Context: an optimization exercise on an open-source flow, tuned for small area and few clock cycles per item. The choices shown serve that exercise and are no tape-out recipe. Function was checked by simulation only, so behaviour that the tests miss may differ from the original. Power is estimated from default activity; no workload was simulated.

==> inputs of trial 54 <==
## k64_atomic
module k64_atomic (
    input  wire         clk,
    input  wire         rst,
    input  wire         in_valid,
    output wire         in_ready,
    input  wire [7:0]   in_aop,
    input  wire [3:0]   in_atype,
    input  wire [127:0] in_old,
    input  wire [127:0] in_operand,
    input  wire [127:0] in_compare,
    output reg          out_valid,
    input  wire         out_ready,
    output reg  [127:0] out_result,
    output reg          out_bad
);
clock: 30.0 ns
lec_check: 0
abc_area: 1
cap_margin: 20
core_margin: 2
core_utilization: 36
gpl_timing_driven: 0
place_density: 0.5
setup_slack_margin: 0.5
slew_margin: 20
standard.sh (not shown) runs the stock make flow with config.mk's settings and CLKGATE_MAP_FILE= SYNTH_SCRIPT=/design/flow/synth_recipe.tcl, a recipe that flattens the netlist after the stock synthesis.
==> flow/flow/run.sh <==
#!/bin/bash
# The standard layout (standard.sh) with two changes:
#  1. after the standard synthesis, the combinational logic is re-mapped by
#     ABC with an area-oriented script (flow/area.abc); every register
#     instance of the standard synthesis is kept as it is (same names, same
#     cells), and the don't-use cells of the standard synthesis stay barred;
#  2. the port buffers use the smallest buffer cell (buf_1).
# Floorplan, power grid, placement, CTS and routing are the standard ones.
set -euo pipefail
HERE=$(pwd)
FLOWDIR=$HERE/flow
R=$HERE/orfs/results/$FLOW_PLATFORM/k64_atomic/base
L=$HERE/orfs/logs/$FLOW_PLATFORM/k64_atomic/base
LIB=$FLOW_HOME/platforms/$FLOW_PLATFORM/lib/sky130_fd_sc_hd__tt_025C_1v80.lib
YOSYS=$FLOW_HOME/../tools/install/yosys/bin/yosys
[[ -x $YOSYS ]] || YOSYS=yosys

export BUFFER_PORTS_ARGS="-buffer_cell sky130_fd_sc_hd__buf_1"

# 1. standard synthesis
bash standard.sh synth > standard_synth.log 2>&1
cp -p $R/1_2_yosys.v $HERE/standard_netlist.v

# 2. re-map the combinational logic
DU=$(grep -o -- "-dont_use [^ ]*" $L/1_2_yosys.log | sort -u | tr '\n' ' ')
KEEP=$(grep -oE "^ *sky130_fd_sc_hd__[a-z0-9_]+ " $HERE/standard_netlist.v | sort -u | \
       grep -E "__(e?df|sdf|dl|conb)" | tr -d ' ' | tr '\n' ' ')
printf 'set_driving_cell sky130_fd_sc_hd__buf_1\nset_load 3.9\n' > $HERE/abc.constr
{
  echo "read_liberty -ignore_miss_func $LIB"
  echo "read_verilog $HERE/standard_netlist.v"
  echo "hierarchy -top $FLOW_TOP"
  for c in $KEEP; do echo "setattr -mod -set keep_hierarchy 1 $c"; done
  echo "flatten"
  echo "opt_clean -purge"
  echo "abc -script $FLOWDIR/area.abc -liberty $LIB $DU -constr $HERE/abc.constr"
  echo "opt_clean -purge"
  echo "hilomap -singleton -hicell sky130_fd_sc_hd__conb_1 HI -locell sky130_fd_sc_hd__conb_1 LO"
  for c in $KEEP; do echo "blackbox $c"; done
  echo "splitnets"
  echo "opt_clean -purge"
  echo "tee -o $HERE/remap_stat.txt stat -liberty $LIB"
  echo "write_verilog -noattr -noexpr -nohex -nodec $HERE/remapped.v"
} > $HERE/remap.ys
$YOSYS -s $HERE/remap.ys > remap.log 2>&1

# the registers must be the standard synthesis's
diff <(grep -oE "^ *sky130_fd_sc_hd__(e?df|sdf|dl)[a-z0-9_]* +\S+" $HERE/standard_netlist.v | sed 's/_[0-9]* / /' | sort) \
     <(grep -oE "^ *sky130_fd_sc_hd__(e?df|sdf|dl)[a-z0-9_]* +\S+" $HERE/remapped.v | sed 's/_[0-9]* / /' | sort) > regs.diff

cp $HERE/remapped.v $R/1_2_yosys.v
rm -f $R/1_synth.odb $R/1_synth.sdc

# 3. the rest of the standard flow
bash standard.sh > standard.log 2>&1
Other scripts of this flow, unchanged in this note and not shown: flow/flow/area.abc
==> trial 36: changes against trial 54 <==
- ABC_AREA: 1 -> default
- CORE_UTILIZATION: 36 -> 55
- PLACE_DENSITY: 0.5 -> 0.65
- SETUP_SLACK_MARGIN: 0.5 -> 0.2
==> impl_metrics.py <==
metrics = {
    "layout": {
        "fin_util_pct": 44.49,
    },
    "power_and_ir_drop": {
        "pg_clk_uw": 257,
    },
    "sta": {
        "slew_viol_final": 0,
    },
    "outcome": {
        "status": "timing/DRC/antenna clean",
    },
    "critical_path": {
        "timing.rr.end": "out_result[51]",
    },
    "die": {
        "fp.dieW_um": 269.0,
    },
}
[end of results for trial 54]
==> impl_metrics.py <==
metrics = {
    "outcome": {
        "firstError": "[ERROR GRT-0116] Global routing finished with congestion. Check the congestion regions in the DRC Viewer.",
        "lastStage": "global routing (5_1_grt)",
        "status": "aborted with a tool error",
    },
    "die": {
        "fp.dieW_um": 222.6,
        "ios": 531,
    },
    "global_route": {
        "grt_use_total_pct": 74.72,
    },
}
[end of results for trial 36]
Testbench counts of trial 54, summed over its fixed seeds: cycles 24,008, items 24,000.
Testbench counts of trial 36, summed over its fixed seeds: cycles 24,008, items 24,000.


==> job 5156: inputs <==
Starting RTL as in the previous note.
clock: 30.0 ns
lec_check: 0
abc_area: 1
cap_margin: 20
core_margin: 2
core_utilization: 36
gpl_timing_driven: 0
place_density: 0.55
setup_slack_margin: 0.25
slew_margin: 20
==> flow/flow/area.abc <==
strash
&get -n
&st
&synch2
&if -a -K 6
&mfs
&st
&synch2
&if -a -K 6
&mfs
&st
&dch -f
&nf -a
&put
topo
stime -c
Scripts as last shown in full above: flow/flow/run.sh
==> job 4099 (differences from job 5156) <==
--- a/flow/design.v
+++ b/flow/design.v
@@ -167,22 +167,22 @@
     wire [67:0] cy  = sum ^ {1'b0, pf ^ qx};      
     wire [63:0] s   = sum[66:3];
     wire lt32 = (sgn && (v[31] ^ x[31])) ? v[31] : ~cy[35];
     wire lt64 = (sgn && (v[63] ^ x[63])) ? v[63] : ~cy[67];
     wire sv   = w32 ? v[31] : v[63];
     wire sx   = w32 ? x[31] : x[63];
     wire lt   = (w32 ? lt32 : lt64) ^ (is_fp & sv & sx);
     wire [56:0] sm = sum[56:0];
+    wire [5:0]  lz;
+    wire        zero;
+    k64_lzc64 u_lzc (.a({sm, 7'd0}), .n(lz), .z(zero));
     wire [10:0] X   = xp + {6'd0, f32, f32, f32, 1'b0, f32};
-    wire [56:0] mk  = (X[10:6] == 5'd0) ? (57'h100_0000_0000_0000 >> X[5:0]) : 57'd0;
-    wire [5:0]  sh;
-    wire        nz;
-    k64_lzc64 u_lzc (.a({sm | mk, 7'd0}), .n(sh), .z(nz));
-    wire        zero = ~|sm;
+    wire        lim = (X[10:6] == 5'd0) && (X[5:0] < lz);
+    wire [5:0]  sh  = lim ? X[5:0] : lz;
     wire [56:0] norm = sm << sh;
     wire [10:0] en  = X + 11'd1 - {5'd0, sh};
     wire [10:0] ef  = norm[56] ? en : 11'd0;
     wire        st64 = |norm[2:0];
     wire        st32 = st64 | (|norm[31:3]);
     wire        lsb  = f32 ? norm[33] : norm[4];
     wire        g    = f32 ? norm[32] : norm[3];
     wire        rs   = f32 ? st32 : st64;
@@ -211,35 +211,33 @@
     wire c_and  = valid_pair && (in_aop == A_AND);
     wire c_or   = valid_pair && (in_aop == A_OR);
     wire c_xor  = valid_pair && (in_aop == A_XOR);
     wire t1     = (c_sel && pick_x) || c_or || c_xor;
     wire t2     = (c_sel && !pick_x) || c_or || c_xor;
     wire t3     = c_sel || c_and || c_or;
     wire c_sum  = valid_pair && !is_fp && o_add;
     wire c_fp   = valid_pair && is_fp && (o_add || fp_nan_mm);
-    wire        ld = in_ready;
     wire [63:0] vl = v[63:0], xl = x[63:0];
     wire [63:0] r_lo =
-        ({64{!ld}} & out_result[63:0]) |
-        ({64{ld & t1}} & ~vl & xl) |
-        ({64{ld & t2}} & vl & ~xl) |
-        ({64{ld & t3}} & vl & xl) |
-        ({64{ld & c_sum}} & s) |
-        ({64{ld & c_fp}}  & fr);
+        ({64{t1}} & ~vl & xl) |
+        ({64{t2}} & vl & ~xl) |
+        ({64{t3}} & vl & xl) |
+        ({64{c_sum}} & s) |
+        ({64{c_fp}}  & fr);
     wire [63:0] vh = v[127:64], xh = x[127:64];
-    wire [127:0] result = {({64{!ld}} & out_result[127:64]) |
-                           ({64{w128}} & (({64{ld & t1}} & ~vh & xh) | ({64{ld & t2}} & vh & ~xh) | ({64{ld & t3}} & vh & xh))),
-                           r_lo[63:32] & {32{!w32 || !ld}}, r_lo[31:0]};
+    wire [127:0] result = {{64{w128}} & (({64{t1}} & ~vh & xh) | ({64{t2}} & vh & ~xh) | ({64{t3}} & vh & xh)),
+                           r_lo[63:32] & {32{!w32}}, r_lo[31:0]};
     assign in_ready = !out_valid || out_ready;
     always @(posedge clk) begin
         if (rst) begin
             out_valid <= 1'b0;
         end else if (in_ready) begin
             out_valid <= in_valid;
         end
     end
     always @(posedge clk) begin
-        out_result <= result;
-        if (in_ready)
+        if (in_ready) begin
+            out_result <= result;
             out_bad    <= !valid_pair;
+        end
     end
 endmodule
==> flow/run.sh (new file) <==
#!/bin/bash
# synth_recipe.tcl (not shown) runs the flow's synth.tcl, then flattens the netlist and writes it again
# the make line also repeats each setting of config.mk as NAME=value (left out here)
make -C /OpenROAD-flow-scripts/flow DESIGN_CONFIG=/design/flow/config.mk WORK_HOME=/design/flow/orfs CLKGATE_MAP_FILE= SYNTH_SCRIPT=/design/flow/synth_recipe.tcl finish
- ABC_AREA: 1 -> default
- CAP_MARGIN: 20 -> 10
- CORE_UTILIZATION: 36 -> 65
- PLACE_DENSITY: 0.55 -> 0.75
- SETUP_SLACK_MARGIN: 0.25 -> 0.2
- SLEW_MARGIN: 20 -> 10
removed: flow/flow/run.sh
removed: flow/flow/area.abc
removed: flow/standard.sh
==> comparison table <==
| metric | job 5156 | job 4099 |
|---|---|---|
| Post-detailed-placement half-perimeter wirelength | 136,800 um | 163,400 um |
| Height of the die | 269.0 um | 228.8 um |
| Syn Area/Cell | 6.356 um^2 | 6.901 um^2 |
| Run status | timing/DRC/antenna clean | did not finish |
| Last stage reached | - | global routing (5_1_grt) |
| Horizontal die dimension | 269.0 um | 228.8 um |
| # placed instances | 5,516 | 5,951 |
| Gate count after technology mapping | 3,977 | 4,760 |
| Synthesized net count | 4,377 | 5,363 |
| Starting density of the core | 0.3622 | 0.6561 |
| Post-place setup slack | -2.548 ns | -6.892 ns |
| Instance area at placement | 30,010 um^2 | 38,950 um^2 |
| Number of port buffers | 530 | 515 |
| Netlist area before placement | 25,280 um^2 | 32,850 um^2 |
| Cts repair resizes | 21 | 174 |
| Weighted congestion reported at the end of routability-driven placement | 1.041 | 1.590 |
| Buffer count from post-CTS setup fixing | 0 | 21 |
Testbench counts of job 5156, summed over its fixed seeds: cycles 24,008, items 24,000.
Testbench counts of job 4099, summed over its fixed seeds: cycles 24,008, items 24,000.


==> trial 71: inputs <==
==> flow/design.v <==
module k64_lzc64 (
    input  wire [63:0] a,
    output wire [5:0]  n,
    output wire        z
);
    wire [31:0] v1;  wire [31:0] c1;
    wire [15:0] v2;  wire [31:0] c2;
    wire [7:0]  v3;  wire [23:0] c3;
    wire [3:0]  v4;  wire [15:0] c4;
    wire [1:0]  v5;  wire [9:0]  c5;
    genvar i;
    generate
        for (i = 0; i < 32; i = i + 1) begin : l1
            assign v1[i] = a[2*i+1] | a[2*i];
            assign c1[i] = ~a[2*i+1];
        end
        for (i = 0; i < 16; i = i + 1) begin : l2
            assign v2[i] = v1[2*i+1] | v1[2*i];
            assign c2[2*i+1:2*i] = v1[2*i+1] ? {1'b0, c1[2*i+1]} : {1'b1, c1[2*i]};
        end
        for (i = 0; i < 8; i = i + 1) begin : l3
            assign v3[i] = v2[2*i+1] | v2[2*i];
            assign c3[3*i+2:3*i] = v2[2*i+1] ? {1'b0, c2[4*i+3:4*i+2]} : {1'b1, c2[4*i+1:4*i]};
        end
        for (i = 0; i < 4; i = i + 1) begin : l4
            assign v4[i] = v3[2*i+1] | v3[2*i];
            assign c4[4*i+3:4*i] = v3[2*i+1] ? {1'b0, c3[6*i+5:6*i+3]} : {1'b1, c3[6*i+2:6*i]};
        end
        for (i = 0; i < 2; i = i + 1) begin : l5
            assign v5[i] = v4[2*i+1] | v4[2*i];
            assign c5[5*i+4:5*i] = v4[2*i+1] ? {1'b0, c4[8*i+7:8*i+4]} : {1'b1, c4[8*i+3:8*i]};
        end
    endgenerate
    assign z = ~(v5[1] | v5[0]);
    assign n = v5[1] ? {1'b0, c5[9:5]} : {1'b1, c5[4:0]};
endmodule
module k64_add #(parameter N=64) (input [N-1:0] a, b, input ci, output [N:0] s);
  localparam L = 7;    
  reg [N:0] G, P, g0, p0;
  reg [N:0] c;
  integer i, k, d;
  always @(*) begin
    g0 = {a & b, ci}; p0 = {a ^ b, 1'b0};
    G = g0; P = p0;
    for (k = 0; (1<<k) <= N; k = k + 1) begin
      for (i = 2*(1<<k)-1; i <= N; i = i + 2*(1<<k)) begin
        G[i] = G[i] | (P[i] & G[i-(1<<k)]);
        P[i] = P[i] & P[i-(1<<k)];
      end
    end
    for (k = L; k >= 0; k = k - 1) begin
      for (i = 3*(1<<k)-1; i <= N; i = i + 2*(1<<k)) begin
        G[i] = G[i] | (P[i] & G[i-(1<<k)]);
        P[i] = P[i] & P[i-(1<<k)];
      end
    end
  end
  generate genvar j; for (j=0;j<N;j=j+1) begin : sg
    assign s[j] = p0[j+1] ^ G[j];
  end endgenerate
  assign s[N] = G[N];
endmodule
module k64_atomic (
    input  wire         clk,
    input  wire         rst,
    input  wire         in_valid,
    output wire         in_ready,
    input  wire [7:0]   in_aop,
    input  wire [3:0]   in_atype,
    input  wire [127:0] in_old,
    input  wire [127:0] in_operand,
    input  wire [127:0] in_compare,
    output reg          out_valid,
    input  wire         out_ready,
    output reg  [127:0] out_result,
    output reg          out_bad
);
    localparam A_ADD = 8'h00, A_AND = 8'h01, A_OR = 8'h02, A_XOR = 8'h03,
               A_MIN = 8'h04, A_MAX = 8'h05, A_SWAP = 8'h06, A_CAS = 8'h07,
               A_TALLY = 8'h10;
    localparam T_I32 = 4'h0, T_U32 = 4'h1, T_I64 = 4'h2, T_U64 = 4'h3,
               T_U128 = 4'h4, T_F32 = 4'h5, T_F64 = 4'h6;
    wire [127:0] v = in_old;
    wire [127:0] x = in_operand;
    wire [127:0] c = in_compare;
    wire op_int  = (in_aop <= A_SWAP);
    wire op_full = (in_aop <= A_CAS);
    wire op_flt  = (in_aop == A_ADD) || (in_aop == A_MIN) ||
                   (in_aop == A_MAX) || (in_aop == A_SWAP);
    reg  valid_pair;
    always @(*) begin
        case (in_atype)
            T_I32, T_U32:  valid_pair = op_int;
            T_I64:         valid_pair = op_full;
            T_U64:         valid_pair = op_full || (in_aop == A_TALLY);
            T_U128:        valid_pair = (in_aop == A_SWAP) || (in_aop == A_CAS);
            T_F32, T_F64:  valid_pair = op_flt;
            default:       valid_pair = 1'b0;
        endcase
    end
    wire f32    = (in_atype == T_F32);
    wire is_fp  = f32 || (in_atype == T_F64);
    wire w32    = (in_atype == T_I32) || (in_atype == T_U32) || f32;
    wire w128   = (in_atype == T_U128);
    wire sgn    = (in_atype == T_I32) || (in_atype == T_I64) || is_fp;
    wire o_add  = (in_aop == A_ADD) || (in_aop == A_TALLY);
    wire o_mm   = (in_aop == A_MIN) || (in_aop == A_MAX);
    wire fadd   = is_fp && (in_aop == A_ADD);    
    wire f64    = !f32;                           
    wire        sa = f32 ? v[31] : v[63];
    wire        sb = f32 ? x[31] : x[63];
    wire [10:0] ea = f32 ? {3'b000, v[30:23]} : v[62:52];
    wire [10:0] eb = f32 ? {3'b000, x[30:23]} : x[62:52];
    wire        ma = f32 ? &v[30:23] : &v[62:52];
    wire        mb = f32 ? &x[30:23] : &x[62:52];
    wire        fa_nz = (|v[22:0]) || (f64 && (|v[51:23]));
    wire        fb_nz = (|x[22:0]) || (f64 && (|x[51:23]));
    wire        a_nan = ma & fa_nz;
    wire        b_nan = mb & fb_nz;
    wire        a_inf = ma & ~fa_nz;
    wire        b_inf = mb & ~fb_nz;
    wire        nan_in = a_nan | b_nan;
    wire        ea_nz = |ea;
    wire        eb_nz = |eb;
    wire [63:0] ua = {v[63:53] & {11{!fadd}},
                      fadd ? (f64 & ea_nz) : v[52],
                      v[51:24] & {28{!(fadd && f32)}},
                      (fadd && f32) ? ea_nz : v[23],
                      v[22:0]};
    wire [63:0] ub = {x[63:53] & {11{!fadd}},
                      fadd ? (f64 & eb_nz) : x[52],
                      x[51:24] & {28{!(fadd && f32)}},
                      (fadd && f32) ? eb_nz : x[23],
                      x[22:0]};
    wire ge63 = v[62:0] >= x[62:0];
    wire ge31 = v[30:0] >= x[30:0];
    wire swap = fadd && !(f32 ? ge31 : ge63);
    wire        sp = swap ? sb : sa;
    wire [10:0] ep = swap ? eb : ea;
    wire [10:0] eq = swap ? ea : eb;
    wire [63:0] up_ = swap ? ub : ua;
    wire [63:0] uq  = swap ? ua : ub;
    wire        ep_nz = |ep;
    wire        eq_nz = |eq;
    wire [10:0] xp = {ep[10:1], ep[0] | ~ep_nz};
    wire [10:0] xq = {eq[10:1], eq[0] | ~eq_nz};
    wire [10:0] d  = xp - xq;
    wire [5:0]  dd = (d[5:0] | {6{|d[10:6]}}) & {6{fadd}};
    reg  [55:0] w;
    reg         st;
    integer k;
    always @(*) begin
        w  = {uq[52:0], 3'b000};
        st = 1'b0;
        for (k = 5; k >= 0; k = k - 1)
            if (dd[k]) begin
                st = st | (|(w & ((56'd1 << (1 << k)) - 1)));
                w  = w >> (1 << k);
            end
    end
    wire [66:0] qf = {uq[63:53], w[55:1], w[0] | st};
    wire [66:0] pf = {up_, 3'b000};
    wire        sub = fadd ? (sa ^ sb) : !o_add;
    wire [66:0] qx  = qf ^ {67{sub}};
    wire [67:0] sum;
    k64_add #(67) u_add (.a(pf), .b(qx), .ci(sub), .s(sum));
    wire [67:0] cy  = sum ^ {1'b0, pf ^ qx};      
    wire [63:0] s   = sum[66:3];
    wire lt32 = (sgn && (v[31] ^ x[31])) ? v[31] : ~cy[35];
    wire lt64 = (sgn && (v[63] ^ x[63])) ? v[63] : ~cy[67];
    wire sv   = w32 ? v[31] : v[63];
    wire sx   = w32 ? x[31] : x[63];
    wire lt   = (w32 ? lt32 : lt64) ^ (is_fp & sv & sx);
    wire [56:0] sm = sum[56:0];
    wire [10:0] X   = xp + {6'd0, f32, f32, f32, 1'b0, f32};
    wire [56:0] mk  = (X[10:6] == 5'd0) ? (57'h100_0000_0000_0000 >> X[5:0]) : 57'd0;
    wire [5:0]  sh;
    wire        nz;
    k64_lzc64 u_lzc (.a({sm | mk, 7'd0}), .n(sh), .z(nz));
    wire        zero = ~|sm;
    wire [56:0] norm = sm << sh;
    wire [10:0] en  = X + 11'd1 - {5'd0, sh};
    wire [10:0] ef  = norm[56] ? en : 11'd0;
    wire        st64 = |norm[2:0];
    wire        st32 = st64 | (|norm[31:3]);
    wire        lsb  = f32 ? norm[33] : norm[4];
    wire        g    = f32 ? norm[32] : norm[3];
    wire        rs   = f32 ? st32 : st64;
    wire        rup  = g & (rs | lsb);
    wire [62:0] W    = {ef, norm[55:33], norm[32:4] | {29{f32}}};
    wire [62:0] R    = W + {62'd0, rup};
    wire        ovf  = f32 ? (R[62:52] >= 11'd255) : (&R[62:52]);
    reg [63:0] fr;
    always @(*) begin
        if (nan_in || (a_inf && b_inf && (sa != sb)))
            fr = f32 ? 64'h0000_0000_7fc0_0000 : 64'h7ff8_0000_0000_0000;
        else if (a_inf || b_inf || ovf)
            fr = f32 ? {32'd0, sp, 8'hff, 23'd0} : {sp, 11'h7ff, 52'd0};
        else if (zero)
            fr = f32 ? {32'd0, sa & sb, 31'd0} : {sa & sb, 63'd0};
        else
            fr = f32 ? {32'd0, sp, R[59:29]} : {sp, R};
    end
    wire eq_lo = (v[63:0] == c[63:0]);
    wire eq_hi = (v[127:64] == c[127:64]);
    wire eqc   = eq_lo && (!w128 || eq_hi);
    wire fp_nan_mm = is_fp && o_mm && nan_in;
    wire c_sel  = valid_pair && ((in_aop == A_SWAP) || (in_aop == A_CAS) || (o_mm && !fp_nan_mm));
    wire pick_x = (in_aop == A_SWAP) || ((in_aop == A_CAS) && eqc) ||
                  (o_mm && ((in_aop == A_MAX) ? lt : !lt));
    wire c_and  = valid_pair && (in_aop == A_AND);
    wire c_or   = valid_pair && (in_aop == A_OR);
    wire c_xor  = valid_pair && (in_aop == A_XOR);
    wire t1     = (c_sel && pick_x) || c_or || c_xor;
    wire t2     = (c_sel && !pick_x) || c_or || c_xor;
    wire t3     = c_sel || c_and || c_or;
    wire c_sum  = valid_pair && !is_fp && o_add;
    wire c_fp   = valid_pair && is_fp && (o_add || fp_nan_mm);
    wire        ld = in_ready;
    wire [63:0] vl = v[63:0], xl = x[63:0];
    wire [63:0] r_lo =
        ({64{!ld}} & out_result[63:0]) |
        ({64{ld & t1}} & ~vl & xl) |
        ({64{ld & t2}} & vl & ~xl) |
        ({64{ld & t3}} & vl & xl) |
        ({64{ld & c_sum}} & s) |
        ({64{ld & c_fp}}  & fr);
    wire [63:0] vh = v[127:64], xh = x[127:64];
    wire [127:0] result = {({64{!ld}} & out_result[127:64]) |
                           ({64{w128}} & (({64{ld & t1}} & ~vh & xh) | ({64{ld & t2}} & vh & ~xh) | ({64{ld & t3}} & vh & xh))),
                           r_lo[63:32] & {32{!w32 || !ld}}, r_lo[31:0]};
    assign in_ready = !out_valid || out_ready;
    always @(posedge clk) begin
        if (rst) begin
            out_valid <= 1'b0;
        end else if (in_ready) begin
            out_valid <= in_valid;
        end
    end
    always @(posedge clk) begin
        out_result <= result;
        if (in_ready)
            out_bad    <= !valid_pair;
    end
endmodule
==> flow/flow/run.sh <==
#!/bin/bash
# The standard layout (standard.sh) with two changes:
#  1. after the standard synthesis, the combinational logic is re-mapped by
#     ABC with an area-oriented script (flow/area.abc); every register
#     instance of the standard synthesis is kept as it is (same names, same
#     cells), and the don't-use cells of the standard synthesis stay barred;
#  2. the port buffers use the smallest buffer cell (buf_1).
# Floorplan, power grid, placement, CTS and routing are the standard ones.
set -euo pipefail
HERE=$(pwd)
FLOWDIR=$HERE/flow
R=$HERE/orfs/results/$FLOW_PLATFORM/k64_atomic/base
L=$HERE/orfs/logs/$FLOW_PLATFORM/k64_atomic/base
LIB=$FLOW_HOME/platforms/$FLOW_PLATFORM/lib/sky130_fd_sc_hd__tt_025C_1v80.lib
YOSYS=$FLOW_HOME/../tools/install/yosys/bin/yosys
[[ -x $YOSYS ]] || YOSYS=yosys

export BUFFER_PORTS_ARGS="-buffer_cell sky130_fd_sc_hd__buf_1"

# 1. standard synthesis
bash standard.sh synth > standard_synth.log 2>&1
cp -p $R/1_2_yosys.v $HERE/standard_netlist.v

# 2. re-map the combinational logic
DU=$(grep -o -- "-dont_use [^ ]*" $L/1_2_yosys.log | sort -u | tr '\n' ' ')
KEEP=$(grep -oE "^ *sky130_fd_sc_hd__[a-z0-9_]+ " $HERE/standard_netlist.v | sort -u | \
       grep -E "__(e?df|sdf|dl|conb)" | tr -d ' ' | tr '\n' ' ')
printf 'set_driving_cell sky130_fd_sc_hd__buf_1\nset_load 3.9\n' > $HERE/abc.constr
{
  echo "read_liberty -ignore_miss_func $LIB"
  echo "read_verilog $HERE/standard_netlist.v"
  echo "hierarchy -top $FLOW_TOP"
  for c in $KEEP; do echo "setattr -mod -set keep_hierarchy 1 $c"; done
  echo "flatten"
  echo "opt_clean -purge"
  echo "abc -script $FLOWDIR/area.abc -liberty $LIB $DU -constr $HERE/abc.constr"
  echo "opt_clean -purge"
  echo "hilomap -singleton -hicell sky130_fd_sc_hd__conb_1 HI -locell sky130_fd_sc_hd__conb_1 LO"
  for c in $KEEP; do echo "blackbox $c"; done
  echo "splitnets"
  echo "opt_clean -purge"
  echo "tee -o $HERE/remap_stat.txt stat -liberty $LIB"
  echo "write_verilog -noattr -noexpr -nohex -nodec $HERE/remapped.v"
} > $HERE/remap.ys
$YOSYS -s $HERE/remap.ys > remap.log 2>&1

# the registers must be the standard synthesis's
diff <(grep -oE "^ *sky130_fd_sc_hd__(e?df|sdf|dl)[a-z0-9_]* +\S+" $HERE/standard_netlist.v | sed 's/_[0-9]* / /' | sort) \
     <(grep -oE "^ *sky130_fd_sc_hd__(e?df|sdf|dl)[a-z0-9_]* +\S+" $HERE/remapped.v | sed 's/_[0-9]* / /' | sort) > regs.diff

cp $HERE/remapped.v $R/1_2_yosys.v
rm -f $R/1_synth.odb $R/1_synth.sdc

# 3. the rest of the standard flow
bash standard.sh > standard.log 2>&1
==> flow/flow/area.abc <==
strash
&get -n
&st
&synch2
&if -a -K 6
&mfs
&st
&dch -f
&nf -a
&put
topo
stime -c
==> flow/standard.sh <==
#!/bin/bash
# synth_recipe.tcl (not shown) runs the flow's synth.tcl, then flattens the netlist and writes it again
# the make line also repeats each setting of config.mk as NAME=value (left out here)
make -C /OpenROAD-flow-scripts/flow DESIGN_CONFIG=/design/flow/config.mk WORK_HOME=/design/flow/orfs CLKGATE_MAP_FILE= SYNTH_SCRIPT=/design/flow/synth_recipe.tcl "${@:-finish}"
==> flow/config.mk <==
export PLATFORM = sky130hd
export DESIGN_NAME = k64_atomic
export DESIGN_NICKNAME = k64_atomic
export VERILOG_FILES = /design/flow/design.v
export SDC_FILE = /design/flow/constraint.sdc
export NUM_CORES = 4
export LEC_CHECK = 0
export ABC_AREA = 1
export CAP_MARGIN = 20
export CORE_MARGIN = 2
export CORE_UTILIZATION = 33
export GPL_TIMING_DRIVEN = 0
export PLACE_DENSITY = 0.45
export SETUP_SLACK_MARGIN = 0.5
export SLEW_MARGIN = 20
==> flow/constraint.sdc <==
create_clock -name core_clock -period 30.0 [get_ports {clk}]
set_input_delay 6.0000 -clock core_clock [delete_from_list [all_inputs] [get_ports {clk}]]
set_output_delay 6.0000 -clock core_clock [all_outputs]
set_load 0.01 [all_outputs]
==> inputs of build 2, as changes to trial 71 <==
==> flow/flow/area.abc (replaced) <==
strash
&get -n
&st
&synch2
&if -a -K 6
&mfs
&st
&synch2
&if -a -K 6
&mfs
&st
&dch -f
&nf -a
&put
topo
stime -c
Settings changed: CAP_MARGIN 20 to 10, CORE_UTILIZATION 33 to 40, PLACE_DENSITY 0.45 to 0.55, SETUP_SLACK_MARGIN 0.5 to 0.2, SLEW_MARGIN 20 to 10.
==> inputs of build 92, as changes to trial 71 <==
==> flow/flow/area.abc (replaced) <==
strash
&get -n
&st
&synch2
&if -a -K 6
&mfs
&st
&synch2
&if -a -K 6
&mfs
&st
&dch -f
&nf -a
&put
topo
stime -c
Settings changed: CORE_UTILIZATION 33 to 36, PLACE_DENSITY 0.45 to 0.62.
==> inputs of trial 91, as changes to trial 71 <==
==> flow/flow/area.abc (replaced) <==
strash
&get -n
&st
&synch2
&if -a -K 6
&mfs
&st
&synch2
&if -a -K 6
&mfs
&st
&dch -f
&nf -a
&put
topo
stime -c
Settings changed: CORE_UTILIZATION 33 to 36, PLACE_DENSITY 0.45 to 0.62, SETUP_SLACK_MARGIN 0.5 to 0.25.
==> notes.md <==
Outcome: trial 91 timing/DRC/antenna clean; trial 71 timing/DRC/antenna clean; build 92 timing/DRC/antenna clean; build 2 finished with violations
Violated checks: trial 91 -; trial 71 -; build 92 -; build 2 max-capacitance violations, max-slew violations
Transition at the pin with the smallest max-transition slack: trial 91 1.27 ns; trial 71 1.29 ns; build 92 1.25 ns; build 2 1.49 ns
Die ar.: trial 91 72400 um2; trial 71 79700 um2; build 92 72400 um2; build 2 65200 um2
Number of buffers inserted by post-CTS setup repair: trial 91 1; trial 71 0; build 92 1; build 2 6
Met3 routed WL: trial 91 22.7 mm; trial 71 17.5 mm; build 92 23.1 mm; build 2 20.8 mm
Time the final worst path needs with I/O delays and setup: trial 91 29.00 ns; trial 71 28.73 ns; build 92 28.90 ns; build 2 29.00 ns
Pre-CTS WS: trial 91 -2.67 ns; trial 71 -2.30 ns; build 92 -2.67 ns; build 2 -3.61 ns
Footprint of the multi-input gates: trial 91 22700 um2; trial 71 23100 um2; build 92 22800 um2; build 2 22800 um2
Smallest setup slack after layout: trial 91 1.00 ns; trial 71 1.27 ns; build 92 1.10 ns; build 2 1.00 ns
Reported leakage power: trial 91 10.8 nW; trial 71 10.8 nW; build 92 10.8 nW; build 2 10.7 nW
Non-clock buffering overhead in the final layout: trial 91 10.8%; trial 71 10.7%; build 92 10.8%; build 2 10.3%
Clock tree buffer count of the final layout: trial 91 18; trial 71 17; build 92 18; build 2 17
CP Data Required Time: trial 91 30.44 ns; trial 71 30.38 ns; build 92 30.43 ns; build 2 30.44 ns
Final weighted congestion in routability-driven placement: trial 91 1.06; trial 71 1.03; build 92 1.06; build 2 1.04
Non-CTS inverters: trial 91 115; trial 71 112; build 92 115; build 2 115
Worst-case hold path end point: trial 91 out_result[85]; trial 71 out_result[110]; build 92 out_result[85]; build 2 out_result[85]
Seq/total area: trial 91 8.44%; trial 71 8.32%; build 92 8.43%; build 2 8.52%
Sequential share of power: trial 91 14.8%; trial 71 13.9%; build 92 14.8%; build 2 14.7%
Testbench counts of trial 71, summed over its fixed seeds: cycles 24,008, items 24,000.
Testbench counts of build 2, summed over its fixed seeds: cycles 24,008, items 24,000.
Testbench counts of build 92, summed over its fixed seeds: cycles 24,008, items 24,000.
Testbench counts of trial 91, summed over its fixed seeds: cycles 24,008, items 24,000.

separate check: timing with driven ports:
Ports are ideal in the flow. The routed layouts listed here were re-timed in OpenROAD.
Step 1, drivers: a clkbuf_16 drives clk and a buf_2 each remaining input, both assumed.
Step 2 times the ports against the registers' clock, not the clock port: input delays grow and output delays shrink by t, the midpoint of the rising clock arrivals with the driver on.
Three values: no drivers, after step 1, after step 2; two values: the first two.
| run | t, ns | slack for setup (ns) | worst setup path at the end | latest minus earliest clock arrival (ns) |
|---|---|---|---|---|
| trial 54 | 0.580 | 1.324 / 1.371 / 0.791 | input to register | 0.029 / 0.030 |
| job 5156 | 0.593 | 1.333 / 1.372 / 0.779 | input to register | 0.029 / 0.029 |
| trial 71 | 0.550 | 1.272 / 1.305 / 0.755 | input to register | 0.024 / 0.024 |
| build 2 | 0.554 | 1.004 / 0.970 / 0.416 | input to register | 0.026 / 0.026 |
| build 92 | 0.544 | 1.099 / 1.134 / 0.590 | input to register | 0.027 / 0.027 |
| trial 91 | 0.548 | 1.004 / 1.042 / 0.494 | input to register | 0.025 / 0.024 |
For build 2, which loses most, drivers alone change the setup slack by -0.034 ns; drivers and shift together by -0.588 ns.
